This is an optimization exercise on Yosys and OpenROAD, whose aim is small area, a short achievable clock period and few clock cycles, not a production implementation. Function was checked by simulation only, so behaviour that the tests miss may differ from the original. No activity file was given, so power comes from the tool's default toggle rates.

## flow/design.v (module list and top-level ports; edited modules follow where they fit)
// module fpu_fma: 260 lines
// module fpu_mul: 1691 lines
// module fpu_cmp: 49 lines
// module fpu_f2i: 35 lines
// module sillar_fpu: 72 lines
module sillar_fpu (
    input  wire        clk,
    input  wire        rst,
    input  wire        in_valid,
    output wire        in_ready,
    input  wire [5:0]  in_op,
    input  wire [1:0]  in_rm,
    input  wire [31:0] in_a,
    input  wire [31:0] in_b,
    input  wire [31:0] in_c,
    output reg         out_valid,
    output reg  [31:0] out_res,
    output reg  [4:0]  out_flags
);
  // ...
==> flow/run.sh <==
#!/bin/bash
# synth_recipe.tcl (not shown) runs the flow's synth.tcl, then flattens the netlist and writes it again
# the make line also repeats each setting of config.mk as NAME=value (left out here)
make -C /OpenROAD-flow-scripts/flow DESIGN_CONFIG=/design/flow/config.mk WORK_HOME=/design/flow/orfs CLKGATE_MAP_FILE= SYNTH_SCRIPT=/design/flow/synth_recipe.tcl finish
==> flow/config.mk <==
export PLATFORM = sky130hd
export DESIGN_NAME = sillar_fpu
export DESIGN_NICKNAME = sillar_fpu
export VERILOG_FILES = /design/flow/design.v
export SDC_FILE = /design/flow/constraint.sdc
export NUM_CORES = 4
export LEC_CHECK = 0
export CAP_MARGIN = 20
export CORE_MARGIN = 2
export CORE_UTILIZATION = 40
export SLEW_MARGIN = 20
==> flow/constraint.sdc <==
create_clock -name core_clock -period 22.0 [get_ports {clk}]
set_input_delay 4.4000 -clock core_clock [delete_from_list [all_inputs] [get_ports {clk}]]
set_output_delay 4.4000 -clock core_clock [all_outputs]
set_load 0.01 [all_outputs]
==> results by group, run 1 <==
Worst setup path
  • Worst endpoint data arrival time: 6.94 ns
  • Worst reg2reg path endpoint: u_fma.r_aln[27]$_DFF_P_
  • Crit Path Category: flip-flop to flip-flop
  • Cell Chain, Critical Path: nor4_1 -> nand2_1 -> and2_1 -> ha_1 -> nor2b_1 -> o21ai_0 -> a21oi_1 -> a2111oi_0 -> o21ai_0 -> a21oi_1 -> mux2i_1 -> mux2_2 -> o21a_1 -> nor2_1 -> mux2_2 -> a22oi_1

Finish
  • Fin area: 51800 um2
  • Commonest non-fill, non-tap cells in the layout: nor2_1 (867), fa_1 (542), dfxtp_1 (525), nand2_1 (504), inv_1 (449)
  • Synth-to-layout area growth: 11.3%
  • Reg area: 10600 um2
  • Area of the multi-input gates: 32900 um2

Route
  • Routed WL: 188 mm

Worst hold path
  • WHS Endpoint: u_fma.q_e74[3]$_DFF_P_
  • Min-delay src: u_fma.r_e74[3]$_DFF_P_
  • Min-Delay Path Class: flip-flop to flip-flop

Synth
  • Compound-Gate Fraction of Synth Area: 0.158
  • Mapped Cells: 5465
  • Top cells by area, synth: fa_1 (23%), dfxtp_1 (23%), nor2_1 (7.0%)
  • Mux contribution to synthesized area: 0.0435

Floorplanning
  • Initial Util: 0.402
  • Core footprint: 116000 um2
  • Die Area: 119000 um2

CTS
  • Clock buffer depth: 3
  • CTS tree: yes

STA
  • F_max: 0.156 GHz
  • Post-route setup TNS: 0 ns
  • Slew Limit Fails: 0

Global routing
  • GRT Resource Usage Total: 0.309

Power
  • Power density over the cells: 137 nW/um2
  • Share of power burned in registers: 0.220

Run status
  • Outcome: complete, no violations

Placement
  • Port bufs: 144
  • Dpl ws: 15.58 ns
Testbench counts, summed over its fixed seeds: cycles 48,040.
==> module fpu_fma, before the edit <==
module fpu_fma (
    input  wire        clk,
    input  wire [5:0]  op,
    input  wire [1:0]  rm,
    input  wire        is_i2f,
    input  wire        is_f2i,
    input  wire [31:0] x,
    input  wire [31:0] y,
    input  wire [31:0] c,
    input  wire [7:0]  ex,       
    input  wire [7:0]  ey,
    input  wire [7:0]  ez,
    input  wire        hx,       
    input  wire        xm,       
    input  wire        hy,
    input  wire        ym,       
    input  wire        one,      
    input  wire        hz,
    input  wire        sz,       
    input  wire        zb,       
    input  wire        zc,       
    output reg  [31:0] res,
    output reg  [4:0]  flags
);
    localparam QNAN = 32'h7FC0_0000;
    wire is_mul  = (op == 6'h02);
    wire is_msub = (op == 6'h04);
    wire use_cmp = op[4] | (op[3:0] == 4'h7) | (op[3:0] == 4'h8);
    wire use_abs = ~op[4] & (op[3:0] == 4'h9);
    wire use_neg = ~op[4] & (op[3:0] == 4'hA);
    wire misc    = use_cmp | use_abs | use_neg;
    wire [31:0] cmp_res;
    wire [4:0]  cmp_flags;
    fpu_cmp u_cmp (.op(op), .a(x), .b(y), .res(cmp_res), .flags(cmp_flags));
    wire [31:0] misc_res   = use_cmp ? cmp_res : {use_neg & ~x[31], x[30:0]};
    wire [4:0]  misc_flags = use_cmp ? cmp_flags : 5'd0;
    wire [22:0] zf = zb ? y[22:0] : zc ? c[22:0] : x[22:0];
    wire zero_x = ~hx, zero_y = ~hy;
    wire fx = &x[30:23], fy = &y[30:23] & ~one, fz = &ez;
    wire mx0 = (x[22:0] == 23'd0), my0 = (y[22:0] == 23'd0), mz0 = (zf == 23'd0);
    wire inf_x = fx & mx0, inf_y = fy & my0, inf_z = fz & mz0;
    wire nan_x = fx & ~mx0, nan_y = fy & ~my0, nan_z = fz & ~mz0;
    wire snan_any = (nan_x & ~x[22]) | (nan_y & ~y[22]) | (nan_z & ~zf[22]);
    wire nan_any  = nan_x | nan_y | nan_z;
    wire sp_fp     = x[31] ^ (y[31] & ~one) ^ is_msub;
    wire p_inf     = inf_x | inf_y;
    wire p_invalid = (inf_x & zero_y) | (inf_y & zero_x);
    wire inf_inf   = p_inf & inf_z & (sp_fp != sz);
    wire sp     = sp_fp;
    wire p_zero = (zero_x | zero_y) & ~is_f2i;
    wire c_zero = ~hz & ~is_i2f;
    wire spec_nan  = ~is_i2f & (nan_any | p_invalid | inf_inf);
    wire spec_inv  = ~is_i2f & (snan_any | (~nan_any & (p_invalid | inf_inf)));
    wire spec_inf  = ~is_i2f & (p_inf | inf_z);
    wire spec_infs = p_inf ? sp_fp : sz;
    wire zsign = is_mul ? sp :
                 is_i2f ? 1'b0 :
                 (p_zero & c_zero & (sp == sz)) ? sp : (rm == 2'd1);
    wire f2i_nan = nan_z;
    wire f2i_big = (ez > 8'd158) | ((ez == 8'd158) & (~x[31] | ~mz0));
    wire [23:0] mx = {hx, x[22:0] & {23{xm}}};
    wire [23:0] my = {hy, y[22:0] & {23{ym}}};
    wire [47:0] psn, pcn;
    fpu_mul u_mul (.x(mx), .y(my), .sn(psn), .cn(pcn));
    wire [8:0] epp = {1'b0, ex} + {1'b0, ey};
    wire signed [10:0] ep = $signed({2'b0, epp}) - 11'sd100;
    wire signed [10:0] sh_raw = ep - $signed({3'b0, ez});
    wire big_c = ~c_zero & (p_zero | sh_raw[10]);
    wire over  = ~sh_raw[10] & (sh_raw[9:0] > 10'd75);
    wire signed [10:0] e74 = big_c ? $signed({3'b0, ez}) : ep;
    wire [31:0] mz = is_i2f ? x : {hz, zf & {23{hz}}, 8'd0};
    wire [106:0] ext = {mz, 75'd0} >> sh_raw[6:0];
    wire [74:0] al = big_c ? {mz, 43'd0} :
                     over  ? {74'd0, hz} :
                     {ext[106:33], |ext[32:0]};
    wire eff_sub = sp ^ sz;
    wire [74:0] alx = al ^ {75{eff_sub}};
    reg [47:0] r_psn, r_pcn;
    reg [74:0] r_aln;
    reg        r_sub;
    reg signed [10:0] r_e74;
    reg        r_sp, r_zsign, r_nan, r_inv, r_inf, r_infs, r_misc, r_f2i, r_fnan, r_fbig;
    reg [1:0]  r_rm;
    always @(posedge clk) begin
        r_psn   <= psn;
        r_pcn   <= pcn;
        r_aln   <= ~(misc ? {38'd0, misc_flags, misc_res} : alx);
        r_sub   <= eff_sub;
        r_e74   <= e74;
        r_sp    <= sp;
        r_zsign <= zsign;
        r_nan   <= spec_nan;
        r_inv   <= spec_inv;
        r_inf   <= spec_inf;
        r_infs  <= spec_infs;
        r_rm    <= rm;
        r_misc  <= misc;
        r_f2i   <= is_f2i;
        r_fnan  <= f2i_nan;
        r_fbig  <= f2i_big;
    end
    wire [74:0] r_al = ~r_aln;
    wire [76:0] tn_a = {~r_sub, ~r_sub, r_aln[74:2], r_f2i ? 2'd0 : r_aln[1:0]};
    wire [76:0] tn_b = {{28{1'b1}}, r_psn, 1'b1};
    wire [76:0] tn_c = {{28{1'b1}}, r_pcn, 1'b1};
    wire [76:0] un_s = tn_a ^ tn_b ^ tn_c;
    wire [76:0] un_c = {(tn_a[75:0] & tn_b[75:0]) | (tn_c[75:0] & (tn_a[75:0] ^ tn_b[75:0])), 1'b1};
    wire [76:0] hp = un_s ^ un_c;
    reg  [76:0] gg, pp, gn, pn;
    integer l, k;
    always @(*) begin
        gg = ~(un_s | un_c);
        pp = hp;
        for (l = 0; l < 7; l = l + 1) begin
            gn = gg;
            pn = pp;
            for (k = 0; k < 77; k = k + 1)
                if (k[l]) begin
                    gn[k] = gg[k] | (pp[k] & gg[((k >> l) << l) - 1]);
                    pn[k] = pp[k] & pp[((k >> l) << l) - 1];
                end
            gg = gn;
            pp = pn;
        end
    end
    wire [76:0] sum0 = hp ^ {gg[75:0], 1'b0};
    wire [76:0] sum1 = hp ^ {gg[75:0] | pp[75:0], 1'b1};
    wire        neg = r_sub & sum1[76];
    wire [75:0] mag = ~r_sub ? sum0[75:0] : (neg ? ~sum0[75:0] : sum1[75:0]);
    wire [31:0] f2i_res;
    wire [4:0]  f2i_flags;
    fpu_f2i u_f2i (.rm(r_rm), .s(r_sub), .al(r_al[2:0]), .q0(sum0[33:2]), .q1(sum1[33:2]),
                   .nan(r_fnan), .big(r_fbig), .res(f2i_res), .flags(f2i_flags));
    reg [75:0] q_mag;
    reg signed [10:0] q_e74;
    reg        q_rsign, q_zsign, q_nan, q_inv, q_inf, q_infs, q_misc;
    reg [1:0]  q_rm;
    reg [4:0]  q_mflags;
    always @(posedge clk) begin
        q_mag    <= r_misc ? {r_al[31:0], 44'd0} : r_f2i ? {f2i_res, 44'd0} : mag;
        q_mflags <= r_misc ? r_al[36:32] : f2i_flags;
        q_e74    <= r_e74;
        q_rsign  <= r_sp ^ neg;
        q_zsign  <= r_zsign;
        q_nan    <= r_nan;
        q_inv    <= r_inv;
        q_inf    <= r_inf;
        q_infs   <= r_infs;
        q_rm     <= r_rm;
        q_misc   <= r_misc | r_f2i;
    end
    wire [79:0]  mp  = {q_mag, 4'd0};
    wire [109:0] mpx = {q_mag, 34'd0};
    reg  [9:0]  gnz;
    reg  [2:0]  glz [0:9];
    integer g, j;
    always @(*) begin
        for (g = 0; g < 10; g = g + 1) begin
            gnz[g] = |mp[79 - 8*g -: 8];
            glz[g] = 3'd7;
            for (j = 0; j < 8; j = j + 1)
                if (mp[72 - 8*g + j]) glz[g] = 3'd7 - j[2:0];
        end
    end
    reg [9:0] gsel;
    reg       seen;
    always @(*) begin
        seen = q_misc;
        gsel = {9'd0, q_misc};
        for (g = 0; g < 10; g = g + 1) begin
            if (!seen && gnz[g]) gsel[g] = 1'b1;
            seen = seen | gnz[g];
        end
    end
    wire mzero = ~|gnz;
    reg [3:0] lz_hi;
    reg [2:0] lz_lo;
    reg [33:0] cf;
    always @(*) begin
        lz_hi = 4'd0;
        lz_lo = 3'd0;
        cf = 34'd0;
        for (g = 0; g < 10; g = g + 1)
            if (gsel[g]) begin
                lz_hi = lz_hi | g[3:0];
                lz_lo = lz_lo | (q_misc ? 3'd0 : glz[g]);
                cf = cf | mpx[109 - 8*g -: 34];
            end
    end
    wire [5:0] blk = {|q_mag[1:0], |q_mag[9:2], |q_mag[17:10], |q_mag[25:18],
                      |q_mag[33:26], |q_mag[41:34]};
    wire [5:0] blk_suf = {blk[5], |blk[5:4], |blk[5:3], |blk[5:2], |blk[5:1], |blk[5:0]};
    wire stc = |(gsel[5:0] & blk_suf);
    wire [6:0] lz = {lz_hi, lz_lo};
    wire [33:0] n3 = cf << lz_lo;
    reg [31:0] w_n;
    reg        w_stc;
    reg signed [10:0] w_e75;
    reg [6:0]  w_lz;
    reg        w_rsign, w_zsign, w_nan, w_inv, w_inf, w_infs, w_misc, w_mzero;
    reg [1:0]  w_rm;
    reg [4:0]  w_mflags;
    always @(posedge clk) begin
        w_n      <= n3[33:2];
        w_stc    <= stc | (|n3[1:0]);
        w_e75    <= q_e74 + 11'sd1;
        w_lz     <= lz;
        w_rsign  <= q_rsign;
        w_zsign  <= q_zsign;
        w_nan    <= q_nan;
        w_inv    <= q_inv;
        w_inf    <= q_inf;
        w_infs   <= q_infs;
        w_misc   <= q_misc;
        w_mzero  <= mzero;
        w_rm     <= q_rm;
        w_mflags <= q_mflags;
    end
    wire signed [10:0] e_lead  = w_e75 - $signed({4'd0, w_lz});
    wire signed [10:0] e_lead1 = w_e75 + 11'sd1 - $signed({4'd0, w_lz});
    wire tiny = (e_lead < 11'sd1);
    wire [23:0] mant  = w_n[31:8];
    wire        guard = w_n[7];
    wire        stick = (|w_n[6:0]) | w_stc;
    wire        inexact = guard | stick;
    reg         round_up;
    always @(*) begin
        case (w_rm)
            2'd0:    round_up = guard & (stick | mant[0]);
            2'd1:    round_up = w_rsign & inexact;
            2'd2:    round_up = 1'b0;
            default: round_up = ~w_rsign & inexact;
        endcase
    end
    wire [24:0] mant_inc = {1'b0, mant} + 25'd1;
    wire        carry    = round_up & (&mant);
    wire [22:0] frac_r   = round_up ? mant_inc[22:0] : mant[22:0];
    wire signed [10:0] e_fin = carry ? e_lead1 : e_lead;
    wire overflow = carry ? (e_lead1 > 11'sd254) : (e_lead > 11'sd254);
    wire ovf_to_inf = (w_rm == 2'd0) || (w_rm == 2'd1 && w_rsign) || (w_rm == 2'd3 && !w_rsign);
    always @(*) begin
        if (w_misc) begin
            res = w_n; flags = w_mflags;
        end else if (w_nan) begin
            res = QNAN; flags = {4'd0, w_inv};
        end else if (w_inf) begin
            res = {w_infs, 8'hFF, 23'd0}; flags = 5'd0;
        end else if (w_mzero) begin
            res = {w_zsign, 31'd0}; flags = 5'd0;
        end else if (tiny) begin
            res = {w_rsign, 31'd0}; flags = 5'h18;
        end else if (overflow) begin
            res = ovf_to_inf ? {w_rsign, 8'hFF, 23'd0} : {w_rsign, 8'hFE, 23'h7F_FFFF};
            flags = 5'h14;
        end else begin
            res = {w_rsign, e_fin[7:0], frac_r};
            flags = {inexact, 4'd0};
        end
    end
endmodule
==> run 2: changes to the inputs <==
--- a/flow/design.v
+++ b/flow/design.v
@@ -66,7 +66,8 @@
     wire signed [10:0] ep = $signed({2'b0, epp}) - 11'sd100;
     wire signed [10:0] sh_raw = ep - $signed({3'b0, ez});
     wire big_c = ~c_zero & (p_zero | sh_raw[10]);
-    wire over  = ~sh_raw[10] & (sh_raw[9:0] > 10'd75);
+    wire signed [10:0] sh_ov = $signed({2'b0, epp}) + $signed({3'b111, ~ez}) - 11'sd175;
+    wire over  = ~sh_ov[10];
     wire signed [10:0] e74 = big_c ? $signed({3'b0, ez}) : ep;
     wire [31:0] mz = is_i2f ? x : {hz, zf & {23{hz}}, 8'd0};
     wire [106:0] ext = {mz, 75'd0} >> sh_raw[6:0];
==> results by group, run 2 <==
STA
  • Worst-margin pin slew: 1.37 ns
  • Post-route setup TNS: 0 ns (unchanged)
  • Final hold violation count: 0
  • Period minus WS final: 6.20 ns
  • Slew Limit Fails: 0 (unchanged)
  • Clock skew: 0.0638 ns
  • RSZ-0062 raised after global routing: false
  • Max-slew headroom: 0.0800
  • F_max: 0.161 GHz (+3.1%)
  • Period utilization: 0.282
  • Setup Viol. Count Final: 0

Synth
  • Yosys top cell area share: 0.234
  • Synth top cells by count: nor2_1 (920), fa_1 (544), dfxtp_1 (529)
  • Syn_nets: 6273
  • Top cells by area, synth: fa_1 (23%), dfxtp_1 (23%), nor2_1 (7.4%)
  • Syn Area/Cell: 8.51 um2
  • Number of synthesized register bits: 529
  • FFs w/ async S/R, synth: 0
  • Register area share after synthesis: 0.228
  • Synth warn: 5
  • Ys flop type: dfxtp_1
  • Area leader, netlist: fa_1
  • Cell Area, Synth: 46500 um2
  • Most common cell in the netlist: nor2_1
  • Number of enable flip-flop cells after synthesis: 0
  • Mapped Cells: 5460 (-0.091%)
  • Yosys cell types: 88

Worst setup path
  • Cell Chain, Critical Path: ha_1 -> inv_1 -> fa_1 -> xnor2_1 -> inv_1 -> ha_1 -> inv_1 -> ha_1 -> nor2_1 -> a211oi_1 -> o21ai_0 -> a21boi_0 -> o21a_1 -> or2_2 -> a2111oi_0 -> a211oi_4 -> buf_4 -> nand2_1 -> nor2_1 -> xor2_1 -> a221oi_1
  • Critical path startpoint category: flip-flop
  • Slowest stage delay, CP: 0.88 ns
  • Crit Path Category: flip-flop to flip-flop
  • Buf/Inv on CP: 4
  • WP data required: 22.57 ns
  • Delay-heaviest family, CP: compound AO/OA/AOI/OAI gates
  • Slowest-stage cell, CP: a2111oi_0
  • Worst Setup End Kind: flip-flop
  • Worst endpoint data arrival time: 6.77 ns (-0.17 ns)
  • Critical Path Fanout Max: 51

Finish
  • Reg area: 10600 um2 (unchanged)
  • Layout fillers: 11400
  • Non-filler cells, final: 7008
  • Max reg flops: 76
  • Commonest non-fill, non-tap cells in the layout: nor2_1 (919), fa_1 (544), dfxtp_1 (525), inv_1 (445), nand2_1 (395)
  • Synth-to-layout area growth: 11.4%
  • Top reg by flops: u_fma.q_mag
  • Layout cell share with drive strength beyond 1: 0.0624
  • Largest regs: u_fma.q_mag x76, u_fma.r_aln x75, u_fma.r_psn x47
  • Net count, final: 6245
  • Area of the multi-input gates: 32900 um2 (about the same)
  • Leading cell type in the layout, fill and taps excluded: nor2_1

Route
  • Vias: 42000
  • Drt pass-1 iters: 6
  • Vias per inst: 5.99
  • DRT antenna net count: 0
  • Drt drc: 0
  • Routed length per instance: 27.1 um
  • Initial DRC count: 4930
  • Routed WL: 190 mm (+0.80%)

CTS
  • Clock buffer depth: 3 (unchanged)
  • Post-cts sizing count: 0
  • Postcts setup bufs: 0
  • Htree depth: 2
  • CTS tree: yes
  • CTS buffer count: 59
  • Clock slew at reported path FFs: 0.06 ns
  • Hold buffer count at CTS: 0
  • TritonCTS sink count: 529
  • Root Driver: clkbuf_16
  • Clk latency of the worst-skew pair: 0.70 ns

Power
  • LEAKAGE: 22.0 nW
  • Worst vdd ir: 0.130 mV
  • Power density over the cells: 142 nW/um2 (+3.6%)

Floorplanning
  • Die H: 345 um
  • Core footprint: 116000 um2 (unchanged)
  • Die Area: 119000 um2 (-0.10%)
  • Row cnt: 125
  • I/O pins: 146
  • Die Wd: 345 um
  • Initial Util: 0.402 (-0.000422)

Global routing
  • Vias in the first global route: 41300
  • Global-route wire length before repair: 277 mm
  • Pin count of the biggest net entering global routing: 75
  • Initial antenna violation count: 11
  • Grt total ovfl: 0
  • GRT Resource Usage Total: 0.317 (+0.00791)

Worst hold path
  • Min-Delay Path Class: flip-flop to flip-flop

Placement
  • GPL Wtd Cong: 0.988
  • Port bufs: 144 (unchanged)
  • Post-DP HPWL: 143 mm
  • Cell count after placement: 6894

Run
  • Max_cap viols: 0

Run status
  • Outcome: complete, no violations
[run 2: logic make-up (layout without fill, tap and decap cells)]
kind of cell	after synthesis	in the layout	share of synthesized area
AO/OA/AOI/OAI	1069	1069	0.154
AND/OR/NAND/NOR	1909	1909	0.184
multiplexers	190	190	0.0450
buffers and inverters	829	849	0.0681
XOR/XNOR	227	227	0.0428
other	1	5	0.0000807
flip-flops	529	529	0.228
adder cells (fa/ha/maj)	706	706	0.278
[run 2: path summary, 6_finish.rpt]
kind                             start                       to  slack [ns]  cells after the start
min reg2reg  u_fma.r_e74[9]$_SDFF_PP0_   u_fma.q_e74[9]$_DFF_P_        0.32                      0
min          u_fma.r_e74[9]$_SDFF_PP0_   u_fma.q_e74[9]$_DFF_P_        0.32                      0
max                  ex0[0]$_SDFF_PP1_  u_fma.r_aln[22]$_DFF_P_       15.80                     21
max reg2reg          ex0[0]$_SDFF_PP1_  u_fma.r_aln[22]$_DFF_P_       15.80                     21
[run 2: area by class of cell]
class	count	area share
Clock buffer	73	0.0309
Timing Repair Buffer	289	0.0488
Multi-Input combinational cell	4102	0.636
Inverter	451	0.0327
Tap cell	1524	0.0368
Antenna cell	4	0.000193
Sequential cell	529	0.205
Clock inverter	36	0.0103
[run 2: routing by layer]
| metal | vias up | part of all wire | global-route usage |
|---|---|---|---|
| met2 | 2521 | 0.42 | 0.469 |
| met4 | 6 | 0.057 | 0.152 |
| met3 | 572 | 0.11 | 0.0786 |
| met5 | - | 0.00022 | 0 |
| met1 | 20500 | 0.41 | 0.432 |
| li1 | 18400 | - | - |
[run 2: power by group]
part / switching (W) / leakage [nW] / internal (W)
combinational: 0.00300 / 16.5 / 0.00169
clock: 0.000445 / 1.03 / 0.000631
sequential: 0.000333 / 4.42 / 0.00124
[run 2: metrics by stage]
stage	cell area (um2)	worst slack, ns	util	power (W)	hold WS (ns)
detailed placement	49600	15.59	0.429	0.00614	0.312
global route	51800	15.40	0.447	0.00778	0.328
floorplan	46500	16.42	-	0.00449	0.310
global placement	49600	15.61	0.429	0.00615	0.310
finish	51800	15.80	0.448	0.00734	0.324
CTS	51800	15.91	0.447	0.00723	0.325
Testbench counts of run 2, summed over its fixed seeds: cycles 48,040.
==> run 3: changes to the inputs <==
==> flow/flow/run.sh (new file) <==
#!/bin/bash
# The standard layout (standard.sh, unchanged), except that the port
# buffers that global placement inserts on every input and output are
# sky130_fd_sc_hd__buf_4 rather than the default pick, a slow delay cell.
# ORFS writes each tool's log under orfs/logs; make's own output goes to
# standard.log here.
set -euo pipefail
cd "$(dirname "$0")/.."
export BUFFER_PORTS_ARGS="-buffer_cell sky130_fd_sc_hd__buf_4"
bash standard.sh > standard.log 2>&1
==> flow/standard.sh (new file) <==
#!/bin/bash
# synth_recipe.tcl (not shown) runs the flow's synth.tcl, then flattens the netlist and writes it again
# the make line also repeats each setting of config.mk as NAME=value (left out here)
make -C /OpenROAD-flow-scripts/flow DESIGN_CONFIG=/design/flow/config.mk WORK_HOME=/design/flow/orfs CLKGATE_MAP_FILE= SYNTH_SCRIPT=/design/flow/synth_recipe.tcl "${@:-finish}"
removed: flow/run.sh
==> results by group, run 3 <==
Finish
  • Max reg flops: 76 (unchanged)
  • Layout cell share with drive strength beyond 1: 0.0876 (+0.0252)
  • Top reg by flops: u_fma.q_mag
  • Synth-to-layout area growth: 10.6%
  • Commonest non-fill, non-tap cells in the layout: nor2_1 (919), fa_1 (544), dfxtp_1 (525), inv_1 (445), nand2_1 (395)
  • Largest regs: u_fma.q_mag x76, u_fma.r_aln x75, u_fma.r_psn x47
  • Final Core Density: 0.444 (-0.00322)
  • Leading cell type in the layout, fill and taps excluded: nor2_1
  • Non-filler cells, final: 6997 (-0.16%)
  • Net count, final: 6232 (-0.21%)

CTS
  • Post-cts sizing count: 0 (unchanged)
  • Postcts setup bufs: 0 (unchanged)
  • Clock slew at reported path FFs: 0.07 ns (about the same)
  • Clk latency of the worst-skew pair: 0.72 ns (+0.02 ns)
  • Root Driver: clkbuf_16
  • Clock buffer depth: 3 (unchanged)
  • CTS buffer count: 59 (unchanged)
  • CTS tree: yes
  • Htree depth: 2 (unchanged)
  • Hold buffer count at CTS: 0 (unchanged)
  • TritonCTS sink count: 529 (unchanged)

STA
  • Period minus WS final: 6.16 ns (-0.0353 ns)
  • Post-route setup TNS: 0 ns (unchanged)
  • F_max: 0.162 GHz (+0.57%)
  • Worst-margin pin slew: 1.18 ns (-0.195 ns)
  • Period utilization: 0.280 (-0.00160)
  • Setup Viol. Count Final: 0 (unchanged)
  • Final hold violation count: 0 (unchanged)
  • Clock skew: 0.0631 ns (-0.000739 ns)
  • RSZ-0062 raised after global routing: false
  • Slew Limit Fails: 0 (unchanged)
  • Worst setup margin: 15.84 ns (+0.0353 ns)
  • Max-slew headroom: 0.208 (+0.128)

Synth
  • Mapped Cells: 5460 (unchanged)
  • Synth top cells by count: nor2_1 (920), fa_1 (544), dfxtp_1 (529)
  • Syn Area/Cell: 8.51 um2 (unchanged)
  • FFs w/ async S/R, synth: 0 (unchanged)
  • Cell Area, Synth: 46500 um2 (unchanged)
  • Ys flop type: dfxtp_1
  • Top cells by area, synth: fa_1 (23%), dfxtp_1 (23%), nor2_1 (7.4%)
  • Area leader, netlist: fa_1
  • Most common cell in the netlist: nor2_1
  • Synth warn: 5 (unchanged)
  • Syn_nets: 6273 (unchanged)
  • Yosys cell types: 88 (unchanged)
  • Yosys top cell area share: 0.234 (unchanged)
  • Number of synthesized register bits: 529 (unchanged)
  • Number of enable flip-flop cells after synthesis: 0 (unchanged)
  • Register area share after synthesis: 0.228 (unchanged)

Global routing
  • Vias in the first global route: 41000 (-0.63%)
  • GRT met2 Usage: 0.468 (-0.000625)
  • Pin count of the biggest net entering global routing: 75 (unchanged)
  • GRT Resource Usage Total: 0.312 (-0.00460)
  • Met1 Resource Use GR: 0.421 (-0.0110)
  • GRT busiest layer: met2
  • Initial antenna violation count: 9 (-2)
  • Global-route wire length before repair: 275 mm (-0.77%)
  • Met3 Use GR: 0.0794 (+0.000770)
  • Grt total ovfl: 0 (unchanged)

Power
  • Worst vdd ir: 0.134 mV (+2.5%)
  • Power density over the cells: 142 nW/um2 (+0.33%)
  • LEAKAGE: 22.1 nW (+0.59%)
  • Power Total: 0.00731 W (-0.39%)

Worst hold path
  • Min-Delay Path Class: flip-flop to flip-flop

Route
  • Initial DRC count: 4986 (+1.1%)
  • Routed WL: 187 mm (-1.4%)
  • DRT antenna net count: 0 (unchanged)
  • Vias per inst: 6.02 (+0.35%)
  • Drt drc: 0 (unchanged)
  • Routed length per instance: 26.7 um (-1.3%)
  • Vias: 42100 (+0.20%)
  • Drt pass-1 iters: 7 (+1)

Placement
  • Port bufs: 144 (unchanged)
  • Dpl ws: 16.05 ns (+0.455 ns)
  • Cell count after placement: 6881 (-0.19%)
  • GPL Wtd Cong: 1.01 (+1.7%)
  • Post-DP HPWL: 142 mm (-0.54%)

Floorplanning
  • I/O pins: 146 (unchanged)
  • Initial Util: 0.402 (unchanged)
  • Row cnt: 125 (unchanged)
  • Die Wd: 345 um (unchanged)
  • Die Area: 119000 um2 (unchanged)
  • Die H: 345 um (unchanged)
  • Core footprint: 116000 um2 (unchanged)

Worst setup path
  • Crit Path Category: flip-flop to flip-flop
  • Critical path startpoint category: flip-flop
  • WP data required: 22.51 ns (-0.06 ns)
  • Slowest stage delay, CP: 0.90 ns (+0.02 ns)
  • Worst endpoint data arrival time: 6.67 ns (-0.10 ns)
  • Buf/Inv on CP: 1 (-3)
  • Critical Path Fanout Max: 25 (-51%)
  • Slowest-stage cell, CP: a2111oi_0
  • Worst Setup End Kind: flip-flop
  • Delay-heaviest family, CP: compound AO/OA/AOI/OAI gates
  • Cell Chain, Critical Path: ha_1 -> inv_1 -> fa_1 -> nor2b_1 -> o21ai_0 -> a21boi_0 -> nor2_1 -> or3_1 -> xor2_1 -> ha_1 -> o21ai_0 -> a21boi_0 -> o21a_1 -> or2_2 -> a2111oi_0 -> a211o_1 -> nor2_1 -> a22oi_1 -> xnor2_1 -> nand2_1

Run
  • Max_cap viols: 0 (unchanged)

Run status
  • Outcome: complete, no violations
run 3: changes by cell type in the layout (fill, tap and decap cells not counted), moves of 3 or more:
| cell | change |
|---|---|
| clkbuf_1 | -4 |
| clkdlybuf4s50_1 | -144 |
| inv_6 | +4 |
| clkinv_4 | -3 |
| buf_4 | +129 |
| clkbuf_8 | +6 |
run 3: cell families (layout without fill, tap and decap cells):
| family | after synthesis | in the layout | share of synthesized area |
|---|---|---|---|
| other cells | 1 | 4 | 0.0000807 |
| buf+inv | 829 | 839 | 0.0681 |
| compound gates | 1069 | 1069 | 0.154 |
| mux | 190 | 190 | 0.0450 |
| flops | 529 | 529 | 0.228 |
| xor+xnor | 227 | 227 | 0.0428 |
| simple gates | 1909 | 1909 | 0.184 |
| fa+ha+maj | 706 | 706 | 0.278 |
run 3: power breakdown:
part | total, W | switching, W | internal (W)
logic | 0.00463 | 0.00296 | 0.00167
registers | 0.00157 | 0.000329 | 0.00124
clock network | 0.00112 | 0.000464 | 0.000653
total | 0.00731 | 0.00375 | 0.00356
run 3: per-layer routing:
metal	wire (um)	vias up
met5	48	-
met4	10900	6
met3	20200	527
met2	79300	2485
met1	76700	20700
li1	-	18400
run 3: final timing paths:
| kind | start | slack, ns | depth (start not counted) | end |
|---|---|---|---|---|
| max reg2reg | ex0[0]$_SDFF_PP1_ | 15.84 | 20 | u_fma.r_aln[43]$_DFF_P_ |
| min | u_fma.q_mflags[1]$_SDFF_PN0_ | 0.32 | 0 | u_fma.w_mflags[1]$_DFF_P_ |
| max | ex0[0]$_SDFF_PP1_ | 15.84 | 20 | u_fma.r_aln[43]$_DFF_P_ |
| min reg2reg | u_fma.q_mflags[1]$_SDFF_PN0_ | 0.32 | 0 | u_fma.w_mflags[1]$_DFF_P_ |
run 3: area by class of cell:
class,instances,area [um2]
multi-input cells,4102,32900
fillers,11500,64300
clock inverters,37,544
inverters,451,1690
diodes,3,7.51
clock buffers,75,1670
well taps,1524,1910
flip-flops and latches,529,10600
repair buffers,276,2100
run 3: worst reg2reg max path, stage by stage (launching register included):
cell and delay (ns):
dfxtp_1 0.32, ha_1 0.17, inv_1 0.06, fa_1 0.41, nor2b_1 0.12, o21ai_0 0.10, a21boi_0 0.35, nor2_1 0.15
or3_1 0.40, xor2_1 0.17, ha_1 0.36, o21ai_0 0.13, a21boi_0 0.13, o21a_1 0.19, or2_2 0.28, a2111oi_0 0.90
a211o_1 0.86, nor2_1 0.36, a22oi_1 0.29, xnor2_1 0.15, nand2_1 0.07
run 3: metrics by stage:
stage               cell area [um2]  hold WS [ns]
floorplan                     46500         0.310
global placement              49200         0.312
detailed placement            49200         0.312
CTS                           51400         0.324
global route                  51400         0.331
finish                        51400         0.317
==> module fpu_cmp, before the edit <==
module fpu_cmp (
    input  wire [5:0]  op,
    input  wire [31:0] a,
    input  wire [31:0] b,
    output reg  [31:0] res,
    output reg  [4:0]  flags
);
    localparam QNAN = 32'h7FC0_0000;
    wire ffa = &a[30:23], ffb = &b[30:23];
    wire nan_a  = ffa & (a[22:0] != 23'd0);
    wire nan_b  = ffb & (b[22:0] != 23'd0);
    wire snan_a = nan_a & ~a[22];
    wire snan_b = nan_b & ~b[22];
    wire za = (a[30:23] == 8'd0), zb = (b[30:23] == 8'd0);
    wire [30:0] ma = za ? 31'd0 : a[30:0];
    wire [30:0] mb = zb ? 31'd0 : b[30:0];
    wire sa = a[31], sb = b[31];
    wire m_lt = (ma < mb);
    wire m_eq = (ma == mb);
    wire both_zero = za & zb;
    wire k_eq = (sa == sb) & m_eq;
    wire k_lt = (sa & ~sb) | (~sa & ~sb & m_lt) | (sa & sb & ~m_lt & ~m_eq);
    wire v_eq = k_eq | both_zero;
    wire v_lt = k_lt & ~both_zero;
    wire is_min = ~op[4] & ~op[3];      
    wire sel_a  = is_min ? (k_lt | k_eq) : ~k_lt;
    wire [31:0] fa = {sa, ma}, fb = {sb, mb};
    always @(*) begin
        res = 32'd0;
        flags = 5'd0;
        if (~op[4]) begin               
            flags[0] = snan_a | snan_b;
            if (nan_a & nan_b)
                res = QNAN;
            else if (nan_a)
                res = fb;
            else if (nan_b)
                res = fa;
            else
                res = sel_a ? fa : fb;
        end else if (op[1:0] == 2'd0) begin    
            flags[0] = snan_a | snan_b;
            res[0] = ~nan_a & ~nan_b & v_eq;
        end else begin                  
            flags[0] = nan_a | nan_b;
            res[0] = ~nan_a & ~nan_b & (v_lt | (op[1] & v_eq));
        end
    end
endmodule
==> run 4: changes to the inputs <==
--- a/flow/design.v
+++ b/flow/design.v
@@ -1967,9 +1967,11 @@
     wire [30:0] ma = za ? 31'd0 : a[30:0];
     wire [30:0] mb = zb ? 31'd0 : b[30:0];
     wire sa = a[31], sb = b[31];
-    wire m_lt = (ma < mb);
-    wire m_eq = (ma == mb);
+    wire r_lt = (a[30:0] < b[30:0]);
+    wire r_eq = (a[30:0] == b[30:0]);
     wire both_zero = za & zb;
+    wire m_lt = za ? ~zb : ~zb & r_lt;
+    wire m_eq = both_zero | (~za & ~zb & r_eq);
     wire k_eq = (sa == sb) & m_eq;
     wire k_lt = (sa & ~sb) | (~sa & ~sb & m_lt) | (sa & sb & ~m_lt & ~m_eq);
     wire v_eq = k_eq | both_zero;
==> results by group, run 4 <==
Run status
  • Outcome: complete, no violations

Floorplanning
  • Die Wd: 345 um (about the same)
  • Core footprint: 116000 um2 (unchanged)
  • I/O pins: 146 (unchanged)
  • Die H: 345 um (about the same)
  • Initial Util: 0.402 (about the same)
  • Die Area: 119000 um2 (about the same)
  • Row cnt: 125 (unchanged)

STA
  • Final hold violation count: 0 (unchanged)
  • Max-slew headroom: 0.0862 (-0.122)
  • RSZ-0062 raised after global routing: false
  • F_max: 0.166 GHz (+2.1%)
  • Clock skew: 0.0693 ns (+0.00624 ns)
  • Period minus WS final: 6.04 ns (-0.125 ns)
  • Period utilization: 0.274 (-0.00570)
  • Setup Viol. Count Final: 0 (unchanged)
  • Slew Limit Fails: 0 (unchanged)
  • Worst setup margin: 15.96 ns (+0.125 ns)
  • Worst-margin pin slew: 1.34 ns (+0.158 ns)
  • Min Hold Slack: 0.326 ns (+0.00940 ns)
  • Post-route setup TNS: 0 ns (unchanged)

CTS
  • CTS buffer count: 60 (+1.7%)
  • Clock buffer depth: 3 (unchanged)
  • Root Driver: clkbuf_16
  • Htree depth: 2 (unchanged)
  • Hold buffer count at CTS: 0 (unchanged)
  • CTS tree: yes
  • Post-cts sizing count: 0 (unchanged)
  • TritonCTS sink count: 529 (unchanged)
  • Clock slew at reported path FFs: 0.07 ns (about the same)
  • Clk latency of the worst-skew pair: 0.72 ns (about the same)
  • Postcts setup bufs: 0 (unchanged)

Worst setup path
  • R2R depth: 20 (unchanged)
  • Critical path startpoint category: flip-flop
  • Critical Path Fanout Max: 51 (+100%)
  • Worst Setup End Kind: flip-flop
  • Worst endpoint data arrival time: 6.58 ns (-0.09 ns)
  • Crit Path Category: flip-flop to flip-flop
  • WP data required: 22.55 ns (+0.04 ns)

Placement
  • GPL Wtd Cong: 1.04 (+3.2%)
  • Port bufs: 144 (unchanged)
  • Dpl ws: 16.04 ns (-0.00600 ns)
  • Post-DP HPWL: 141 mm (-0.60%)
  • Cell count after placement: 6825 (-0.81%)

Finish
  • Synth-to-layout area growth: 9.99%
  • Commonest non-fill, non-tap cells in the layout: nor2_1 (883), fa_1 (544), dfxtp_1 (525), inv_1 (468), nand2_1 (383)
  • Net count, final: 6176 (-0.90%)
  • Largest regs: u_fma.q_mag x76, u_fma.r_aln x75, u_fma.r_psn x47
  • Leading cell type in the layout, fill and taps excluded: nor2_1
  • Reg area: 10600 um2 (unchanged)
  • Area of the multi-input gates: 32800 um2 (-0.23%)
  • Max reg flops: 76 (unchanged)
  • Layout cell share with drive strength beyond 1: 0.0931 (+0.00552)
  • Layout fillers: 11500 (-0.10%)
  • Non-filler cells, final: 6941 (-0.80%)
  • Top reg by flops: u_fma.q_mag

Synth
  • Syn_nets: 6216 (-0.91%)
  • Most common cell in the netlist: nor2_1
  • Yosys top cell area share: 0.234 (about the same)
  • Yosys cell types: 91 (+3.4%)
  • Ys flop type: dfxtp_1
  • Synth warn: 5 (unchanged)
  • Area leader, netlist: fa_1
  • Number of synthesized register bits: 529 (unchanged)
  • Mapped Cells: 5403 (-1.0%)
  • Synth top cells by count: nor2_1 (886), fa_1 (544), dfxtp_1 (529)
  • Register area share after synthesis: 0.228 (about the same)
  • FFs w/ async S/R, synth: 0 (unchanged)
  • Syn Area/Cell: 8.60 um2 (+1.1%)
  • Top cells by area, synth: fa_1 (23%), dfxtp_1 (23%), nor2_1 (7.2%)
  • Cell Area, Synth: 46500 um2 (about the same)
  • Number of enable flip-flop cells after synthesis: 0 (unchanged)

Route
  • Initial DRC count: 4931 (-1.1%)
  • Drt pass-1 iters: 13 (+6)
  • Vias per inst: 6.01 (-0.12%)
  • Routed WL: 185 mm (-0.89%)
  • Vias: 41700 (-0.92%)
  • Drt drc: 0 (unchanged)
  • DRT antenna net count: 0 (unchanged)
  • Routed length per instance: 26.7 um (about the same)

Power
  • Clock group share of total power: 0.149 (-0.004)
  • Power Total: 0.00685 W (-6.4%)
  • Share of power burned in registers: 0.230 (+0.016)
  • Comb pwr share: 0.621 (-0.012)
  • Internal power: 0.00337 W (-5.4%)
  • Worst vdd ir: 0.0810 mV (-39%)
  • Power density over the cells: 134 nW/um2 (-5.8%)
  • LEAKAGE: 22.1 nW (about the same)
  • P_sw: 0.00348 W (-7.3%)
  • Net Sw Frac: 0.508 (-0.00528)

Worst hold path
  • Min-Delay Path Class: flip-flop to flip-flop
  • Hold path depth: 0 (unchanged)

Global routing
  • Grt total ovfl: 0 (unchanged)
  • Pin count of the biggest net entering global routing: 80 (+6.7%)
  • Initial antenna violation count: 8 (-1)
  • Global-route wire length before repair: 271 mm (-1.4%)
  • GRT Resource Usage Total: 0.308 (-0.00368)
  • Vias in the first global route: 40700 (-0.79%)

Run
  • Max_cap viols: 0 (unchanged)
==> run 4: changes by cell type in the layout (fill, tap and decap cells not counted), sizes merged, moves of 25 or more <==
cell   before  now
o21ai     249  221
xnor2     150  175
mux2       23   49
xor2       77   48
a221o      53   24
nor2      921  886
==> run 4: kinds of logic after synthesis <==
family,share of synthesized area
compound gates,0.155
mux,0.0507
xor+xnor,0.0420
other cells,0.0000807
flops,0.228
buf+inv,0.0693
fa+ha+maj,0.278
simple gates,0.177
==> run 4: worst max-delay path, stage by stage, from the launching register on <==
cell and delay [ns]:
dfxtp_1 0.31, ha_1 0.17, inv_1 0.06, fa_1 0.41, xnor2_1 0.22, inv_1 0.15
ha_1 0.32, inv_1 0.05, ha_1 0.31, or2_2 0.32, o211ai_1 0.18, buf_4 0.52
mux2_2 0.41, mux2i_1 0.45, mux2_1 0.26, nand2_1 0.08, o41a_1 0.42, or4_1 0.54
a221oi_2 0.25, xnor2_1 0.10, a221o_1 0.32
==> run 4: path summary, 6_finish.rpt <==
kind,start,end,slack [ns]
worst min-delay path,u_fma.q_inv$_DFF_P_,u_fma.w_inv$_DFF_P_,0.33
worst min register to register,u_fma.q_inv$_DFF_P_,u_fma.w_inv$_DFF_P_,0.33
worst max-delay path,ex0[0]$_SDFF_PP1_,u_fma.r_aln[0]$_DFF_P_,15.96
worst max register to register,ex0[0]$_SDFF_PP1_,u_fma.r_aln[0]$_DFF_P_,15.96
==> run 4: final cells by class <==
type / instances / share of cell area
Antenna cell: 3 / 0.000147
Clock buffer: 75 / 0.0322
Clock inverter: 38 / 0.00790
Inverter: 475 / 0.0349
Multi-Input combinational cell: 4038 / 0.642
Sequential cell: 529 / 0.207
Tap cell: 1524 / 0.0373
Timing Repair Buffer: 259 / 0.0380
==> run 4: power by group through the flow <==
stage	logic [W]	clock network (W)	registers, W
final	0.00425	0.00102	0.00157
after global routing	0.00460	0.00107	0.00159
after CTS	0.00415	0.00104	0.00156
after detailed placement	0.00413	0	0.00158
after global placement	0.00412	0	0.00158
after floorplan	0.00285	0	0.00140
==> run 4: metrics by stage <==
| step | utilization | cell area (um2) |
|---|---|---|
| after floorplan | - | 46500 |
| after global placement | 0.424 | 49000 |
| after detailed placement | 0.424 | 49100 |
| after CTS | 0.442 | 51100 |
| after global routing | 0.442 | 51100 |
| final | 0.442 | 51100 |
==> run 4: routing by layer <==
metal	GRT usage	share of wire
met1	0.415	0.41
met2	0.464	0.43
met3	0.0677	0.11
met4	0.160	0.061
met5	0	0.00031
Testbench counts of run 4, summed over its fixed seeds: cycles 48,040.
==> run 5: changes to the inputs <==
--- a/flow/config.mk
+++ b/flow/config.mk
@@ -5,7 +5,7 @@
 export SDC_FILE = /design/flow/constraint.sdc
 export NUM_CORES = 4
 export LEC_CHECK = 0
-export CAP_MARGIN = 20
+export CAP_MARGIN = 50
 export CORE_MARGIN = 2
 export CORE_UTILIZATION = 40
-export SLEW_MARGIN = 20
+export SLEW_MARGIN = 70
==> results by group, run 5 <==
Synth
  • Register area share after synthesis: 0.228 (unchanged)
  • Yosys cell types: 91 (unchanged)
  • Yosys top cell area share: 0.234 (unchanged)
  • Number of enable flip-flop cells after synthesis: 0 (unchanged)
  • Synth warn: 5 (unchanged)
  • Mapped Cells: 5403 (unchanged)
  • Ys flop type: dfxtp_1
  • Number of synthesized register bits: 529 (unchanged)
  • Synth top cells by count: nor2_1 (886), fa_1 (544), dfxtp_1 (529)
  • Cell Area, Synth: 46500 um2 (unchanged)
  • Area leader, netlist: fa_1
  • Top cells by area, synth: fa_1 (23%), dfxtp_1 (23%), nor2_1 (7.2%)
  • Syn_nets: 6216 (unchanged)
  • FFs w/ async S/R, synth: 0 (unchanged)
  • Syn Area/Cell: 8.60 um2 (unchanged)
  • Most common cell in the netlist: nor2_1

Floorplanning
  • I/O pins: 146 (unchanged)
  • Die H: 345 um (unchanged)
  • Core footprint: 116000 um2 (unchanged)
  • Die Wd: 345 um (unchanged)
  • Die Area: 119000 um2 (unchanged)
  • Initial Util: 0.402 (unchanged)
  • Row cnt: 125 (unchanged)

Worst setup path
  • Cell Chain, Critical Path: ha_1 -> inv_1 -> fa_1 -> xnor2_1 -> inv_1 -> ha_1 -> inv_1 -> ha_1 -> or2_2 -> o211ai_1 -> buf_8 -> mux2_2 -> mux2i_2 -> mux2_1 -> nand2_1 -> o41a_1 -> or4_1 -> a221oi_2 -> xnor2_1 -> a221o_1
  • Critical Path Fanout Max: 51 (unchanged)
  • Crit Path Category: flip-flop to flip-flop
  • R2R depth: 20 (unchanged)
  • Delay-heaviest family, CP: compound AO/OA/AOI/OAI gates
  • Slowest stage delay, CP: 0.53 ns (about the same)
  • Worst Setup EP: u_fma.r_aln[0]$_DFF_P_
  • Slowest-stage cell, CP: or4_1
  • Worst path depth: 20 (unchanged)
  • Critical Path Source: ex0[0]$_SDFF_PP1_
  • FF-to-FF Start: ex0[0]$_SDFF_PP1_
  • Buf/Inv on CP: 4 (unchanged)
  • R2R setup slack: 16.28 ns (+0.31 ns)
  • Critical path startpoint category: flip-flop
  • WP data required: 22.59 ns (+0.04 ns)
  • Worst endpoint data arrival time: 6.31 ns (-0.27 ns)
  • Worst reg2reg path endpoint: u_fma.r_aln[0]$_DFF_P_
  • Worst Setup End Kind: flip-flop

CTS
  • Clock slew at reported path FFs: 0.06 ns (about the same)
  • Root Driver: clkbuf_16
  • Hold buffer count at CTS: 0 (unchanged)
  • CTS buffer count: 60 (unchanged)
  • Clock buffer depth: 3 (unchanged)
  • CTS tree: yes
  • Clk latency of the worst-skew pair: 0.71 ns (about the same)
  • Htree depth: 2 (unchanged)
  • Postcts setup bufs: 0 (unchanged)
  • Post-cts sizing count: 0 (unchanged)
  • TritonCTS sink count: 529 (unchanged)

STA
  • Worst-margin pin slew: 0.508 ns (-0.829 ns)
  • Max-slew headroom: 0.661 (+0.575)
  • Period minus WS final: 5.72 ns (-0.311 ns)
  • Final hold violation count: 0 (unchanged)
  • Setup Viol. Count Final: 0 (unchanged)
  • Post-route setup TNS: 0 ns (unchanged)
  • RSZ-0062 raised after global routing: false
  • Period utilization: 0.260 (-0.0141)
  • Clock skew: 0.0753 ns (+0.00596 ns)
  • Slew Limit Fails: 0 (unchanged)
  • F_max: 0.175 GHz (+5.4%)

Finish
  • Non-filler cells, final: 6993 (+0.75%)
  • Largest regs: u_fma.q_mag x76, u_fma.r_aln x75, u_fma.r_psn x47
  • Layout cell share with drive strength beyond 1: 0.142 (+0.0489)
  • Final Core Density: 0.458 (+0.0161)
  • Top reg by flops: u_fma.q_mag
  • Net count, final: 6227 (+0.83%)
  • Max reg flops: 76 (unchanged)
  • Leading cell type in the layout, fill and taps excluded: nor2_1
  • Synth-to-layout area growth: 14.0%
  • Commonest non-fill, non-tap cells in the layout: nor2_1 (869), fa_1 (543), dfxtp_1 (471), inv_1 (465), nand2_1 (363)

Route
  • DRT antenna net count: 0 (unchanged)
  • Routed WL: 186 mm (+0.32%)
  • Drt drc: 0 (unchanged)
  • Initial DRC count: 4858 (-1.5%)
  • Drt pass-1 iters: 7 (-6)
  • Routed length per instance: 26.6 um (-0.42%)
  • Vias per inst: 5.96 (-0.74%)
  • Vias: 41700 (+0.0048%)

Power
  • Worst vdd ir: 0.105 mV (+30%)
  • LEAKAGE: 22.7 nW (+2.7%)
  • Power density over the cells: 134 nW/um2 (about the same)

Placement
  • Port bufs: 144 (unchanged)
  • GPL Wtd Cong: 1.04 (unchanged)
  • Post-DP HPWL: 143 mm (+0.93%)
  • Cell count after placement: 6870 (+0.66%)

Worst hold path
  • Min-delay src: u_fma.r_e74[1]$_DFF_P_
  • Min-Delay Path Class: flip-flop to flip-flop

Global routing
  • Grt total ovfl: 0 (unchanged)
  • Pin count of the biggest net entering global routing: 66 (-18%)
  • Initial antenna violation count: 7 (-1)
  • Global-route wire length before repair: 274 mm (+0.98%)
  • GRT Resource Usage Total: 0.311 (+0.00228)
  • Vias in the first global route: 41400 (+1.8%)

Run
  • Max_cap viols: 0 (unchanged)

Run status
  • Outcome: complete, no violations
## run 5: per-layer routing
layer / vias up / track usage / share of wire
li1: 18400 / - / -
met1: 20400 / 0.414 / 0.40
met2: 2460 / 0.461 / 0.42
met3: 527 / 0.0755 / 0.10
met4: 4 / 0.174 / 0.067
met5: - / 0 / 0.00012
## run 5: logic make-up (layout without fill, tap and decap cells)
family	after synthesis	in the layout	share of synthesized area
adder cells (fa/ha/maj)	706	706	0.278
XOR/XNOR	223	223	0.0420
AO/OA/AOI/OAI	1056	1056	0.155
flip-flops	529	529	0.228
AND/OR/NAND/NOR	1849	1849	0.177
buffers and inverters	836	899	0.0693
multiplexers	203	203	0.0507
other	1	4	0.0000807
## run 5: worst reg2reg max path: stages (launching register included)
cell      delay (ns)
dfxtp_1         0.32
ha_1            0.17
inv_1           0.06
fa_1            0.40
xnor2_1         0.24
inv_1           0.16
ha_1            0.32
inv_1           0.05
ha_1            0.31
or2_2           0.32
o211ai_1        0.25
buf_8           0.36
mux2_2          0.45
mux2i_2         0.32
mux2_1          0.24
nand2_1         0.08
o41a_1          0.43
or4_1           0.53
a221oi_2        0.25
xnor2_1         0.09
a221o_1         0.32
## run 5: final cells by class
type                       instances  area [um2]
antenna                            3        7.51
clock buffer                      79        1690
clock inverter                    35         444
fill                           11300       62700
inverter                         475        1800
multi-input combinational       4038       34000
sequential                       529       10700
tap                             1524        1910
timing repair buffer             310        2480
## run 5: per-stage QoR
| stage | total power, W | worst slack (ns) | hold WS (ns) | area (um2) |
|---|---|---|---|---|
| finish | 0.00710 | 16.28 | 0.325 | 53000 |
| global placement | 0.00570 | 16.03 | 0.312 | 49000 |
| floorplan | 0.00425 | 16.42 | 0.310 | 46500 |
| global route | 0.00753 | 16.05 | 0.325 | 53000 |
| CTS | 0.00696 | 16.25 | 0.327 | 52700 |
| detailed placement | 0.00589 | 16.05 | 0.312 | 50500 |
## run 5: worst min path at each step
stage / endpoint / slack, ns / cells past startpoint
4_1_cts: u_fma.q_e74[9]$_DFF_P_ / 0.33 / 0
2_1_floorplan: u_fma.q_e74[0]$_DFF_P_ / 0.31 / 0
6_report: u_fma.q_e74[1]$_DFF_P_ / 0.32 / 0
5_1_grt: u_fma.q_e74[8]$_DFF_P_ / 0.33 / 0
3_3_place_gp: u_fma.q_e74[0]$_DFF_P_ / 0.31 / 0
3_5_place_dp: u_fma.q_e74[9]$_DFF_P_ / 0.31 / 0
## run 5: report_power, final
group          internal (W)  total (W)  switching (W)  leakage (nW)
combinational       0.00167    0.00446        0.00279          17.3
sequential          0.00124    0.00159       0.000351          4.43
clock              0.000609    0.00105       0.000440          1.02
total               0.00352    0.00710        0.00358          22.7
==> run 6: changes to the inputs <==
--- a/flow/config.mk
+++ b/flow/config.mk
@@ -5,7 +5,7 @@
 export SDC_FILE = /design/flow/constraint.sdc
 export NUM_CORES = 4
 export LEC_CHECK = 0
-export CAP_MARGIN = 50
+export CAP_MARGIN = 70
 export CORE_MARGIN = 2
 export CORE_UTILIZATION = 40
-export SLEW_MARGIN = 70
+export SLEW_MARGIN = 85
==> results by group, run 6 <==
Synth
  • Number of enable flip-flop cells after synthesis: 0 (unchanged)
  • FFs w/ async S/R, synth: 0 (unchanged)
  • Mapped Cells: 5403 (unchanged)
  • Top cells by area, synth: fa_1 (23%), dfxtp_1 (23%), nor2_1 (7.2%)
  • Synth warn: 5 (unchanged)
  • Register area share after synthesis: 0.228 (unchanged)
  • Number of synthesized register bits: 529 (unchanged)
  • Synth top cells by count: nor2_1 (886), fa_1 (544), dfxtp_1 (529)
  • Area leader, netlist: fa_1
  • Ys flop type: dfxtp_1
  • Cell Area, Synth: 46500 um2 (unchanged)
  • Syn Area/Cell: 8.60 um2 (unchanged)
  • Yosys top cell area share: 0.234 (unchanged)
  • Yosys cell types: 91 (unchanged)
  • Most common cell in the netlist: nor2_1
  • Syn_nets: 6216 (unchanged)

Global routing
  • Grt total ovfl: 0 (unchanged)
  • Met1 Resource Use GR: 0.437 (+0.0230)
  • GRT busiest layer: met2
  • Vias in the first global route: 46100 (+11%)
  • GRT Resource Usage Total: 0.331 (+0.0201)
  • Initial antenna violation count: 6 (-1)
  • Global-route wire length before repair: 295 mm (+7.6%)
  • Met3 Use GR: 0.0709 (-0.00462)
  • GRT met2 Usage: 0.499 (+0.0380)
  • Pin count of the biggest net entering global routing: 35 (-47%)

CTS
  • Clock slew at reported path FFs: 0.07 ns (about the same)
  • Clock buffer depth: 3 (unchanged)
  • Hold buffer count at CTS: 0 (unchanged)
  • CTS tree: yes
  • Post-cts sizing count: 0 (unchanged)
  • Htree depth: 2 (unchanged)
  • Clk latency of the worst-skew pair: 0.71 ns (about the same)
  • Root Driver: clkbuf_16
  • TritonCTS sink count: 529 (unchanged)
  • Postcts setup bufs: 0 (unchanged)
  • CTS buffer count: 60 (unchanged)

Worst setup path
  • R2R depth: 40 (+100%)
  • WP data required: 22.58 ns (about the same)
  • Critical Path Fanout Max: 5 (-90%)
  • Worst endpoint data arrival time: 14.87 ns (+8.56 ns)
  • Most used cell, CP: clkdlybuf4s50_1
  • Worst Setup End Kind: flip-flop
  • Critical Path Source: u_fma.r_aln[34]$_DFF_P_
  • Crit Path Category: flip-flop to flip-flop
  • Slowest stage delay, CP: 0.54 ns (about the same)
  • Slowest-stage cell, CP: fa_1
  • Critical path startpoint category: flip-flop
  • FF-to-FF Start: u_fma.r_aln[34]$_DFF_P_

Worst hold path
  • Min-Delay Path Class: flip-flop to flip-flop
  • Min-delay src: u_fma.q_mflags[2]$_SDFF_PN0_
  • Hold path depth: 0 (unchanged)

STA
  • Post-route setup TNS: 0 ns (unchanged)
  • F_max: 0.0700 GHz (-60%)
  • RSZ-0062 raised after global routing: false
  • Slew Limit Fails: 0 (unchanged)
  • Clock skew: 0.0396 ns (-0.0357 ns)
  • Period minus WS final: 14.28 ns (+8.56 ns)
  • Final hold violation count: 0 (unchanged)
  • Setup Viol. Count Final: 0 (unchanged)
  • Period utilization: 0.649 (+0.389)

Route
  • Vias per inst: 5.96 (about the same)
  • Vias: 46200 (+11%)
  • Routed WL: 201 mm (+7.8%)
  • Drt drc: 0 (unchanged)
  • Initial DRC count: 5156 (+6.1%)
  • Drt pass-1 iters: 6 (-1)
  • Routed length per instance: 25.9 um (-2.7%)
  • DRT antenna net count: 0 (unchanged)

Finish
  • Layout cell share with drive strength beyond 1: 0.342 (+0.200)
  • Top reg by flops: u_fma.q_mag
  • Largest regs: u_fma.q_mag x76, u_fma.r_aln x75, u_fma.r_psn x47
  • Max reg flops: 76 (unchanged)
  • Leading cell type in the layout, fill and taps excluded: nor2_1
  • Net count, final: 6983 (+12%)
  • Fin area: 68100 um2 (+28%)
  • Synth-to-layout area growth: 46.5%
  • Commonest non-fill, non-tap cells in the layout: nor2_1 (714), fa_1 (539), inv_1 (454), nand2_1 (323), dfxtp_1 (323)

Floorplanning
  • Die Area: 119000 um2 (unchanged)
  • Initial Util: 0.402 (unchanged)
  • Die H: 345 um (unchanged)
  • Die Wd: 345 um (unchanged)
  • Core footprint: 116000 um2 (unchanged)
  • Row cnt: 125 (unchanged)
  • I/O pins: 146 (unchanged)

Run
  • Max_cap viols: 0 (unchanged)

Power
  • LEAKAGE: 27.4 nW (+21%)
  • Worst vdd ir: 0.102 mV (-3.3%)
  • Power density over the cells: 141 nW/um2 (+5.0%)

Placement
  • GPL Wtd Cong: 1.04 (unchanged)
  • Port bufs: 144 (unchanged)
  • Post-DP HPWL: 159 mm (+11%)
  • Placed cell area: 63100 um2 (+25%)

Run status
  • Outcome: complete, no violations
-- run 6: cell count changes in the layout (fill, tap and decap cells not counted), sizes merged, moves of 8 or more --
cell and delta:
buf +417, clkbuf +39, clkdlybuf4s18 +8, clkdlybuf4s25 +29
clkdlybuf4s50 +248
-- run 6: layer usage --
| metal | wire length, um | part of all wire |
|---|---|---|
| met1 | 78600 | 0.39 |
| met2 | 86600 | 0.43 |
| met3 | 20600 | 0.10 |
| met4 | 14800 | 0.074 |
| met5 | 38 | 0.00019 |
-- run 6: worst paths after layout --
| check | end | slack [ns] |
|---|---|---|
| worst min-delay path | u_fma.w_mflags[2]$_DFF_P_ | 0.33 |
| worst max-delay path | u_fma.q_mag[47]$_DFF_P_ | 7.72 |
| worst min register to register | u_fma.w_mflags[2]$_DFF_P_ | 0.33 |
| worst max register to register | u_fma.q_mag[47]$_DFF_P_ | 7.72 |
-- run 6: kinds of logic (layout without fill, tap and decap cells) --
kind of cell / count (synthesis) / count (layout) / synth area share
multiplexers: 203 / 203 / 0.0507
AND/OR/NAND/NOR: 1849 / 1849 / 0.177
buffers and inverters: 836 / 1655 / 0.0693
adder cells (fa/ha/maj): 706 / 706 / 0.278
flip-flops: 529 / 529 / 0.228
other: 1 / 4 / 0.0000807
XOR/XNOR: 223 / 223 / 0.0420
AO/OA/AOI/OAI: 1056 / 1056 / 0.155
-- run 6: critical path: cells and delay by family, from the launching register on --
family / cells / cell delay, ns
buffers and inverters: 28 / 11.31
AO/OA/AOI/OAI: 7 / 1.14
adder cells (fa/ha/maj): 2 / 0.96
flip-flops: 1 / 0.39
AND/OR/NAND/NOR: 3 / 0.34
-- run 6: area by class of cell --
type                    count  area, um2
multi-input cells        4038      41300
flip-flops and latches    529      11100
repair buffers           1066       9650
well taps                1524       1910
inverters                 475       1830
clock buffers              74       1740
clock inverters            40        522
fillers                  9544      47700
diodes                      3       7.51
-- run 6: metrics by stage --
step	worst slack, ns	hold slack [ns]	instances	util	total power, W
floorplan	16.42	0.310	5403	-	0.00425
global placement	16.03	0.312	6824	0.424	0.00570
detailed placement	8.29	0.312	7541	0.545	0.00777
CTS	8.22	0.327	7655	0.565	0.00892
global route	7.28	0.331	7747	0.588	0.0100
finish	7.72	0.326	7749	0.588	0.00958
-- run 6: power breakdown --
| part | switching (W) | internal, W |
|---|---|---|
| clock | 0.000460 | 0.000655 |
| combinational | 0.00375 | 0.00305 |
| sequential | 0.000394 | 0.00126 |

-- static timing again, ports no longer ideal --
How much do the figures lean on ideal ports? The routed layouts below were timed once more, with nothing changed but the port constraints.
Step 1: set_driving_cell puts a clkbuf_16 on clk and a buf_2 on each other input, an assumption about the parent block.
Step 2 times the ports against the registers' clock, not the clock port: input delays grow and output delays shrink by t, the midpoint of the rising clock arrivals with the driver on.
a / b / c = ideal / step 1 / step 2; a / b = the first two.
run	shift t [ns]	setup WS [ns]	worst data-port slew with drivers (ns)
run 1	0.734	15.610 / 15.610 / 15.541	0.07
run 2	0.746	15.804 / 15.804 / 15.598	0.07
run 3	0.760	15.839 / 15.839 / 15.839	0.08
run 4	0.758	15.965 / 15.965 / 15.965	0.06
run 5	0.748	16.276 / 16.214 / 15.996	0.06
run 6	0.770	7.718 / 7.718 / 7.718	0.05
After both steps every run listed still meets setup and hold. For run 5, which loses most, drivers alone change the setup slack by -0.062 ns; drivers and shift together by -0.280 ns.
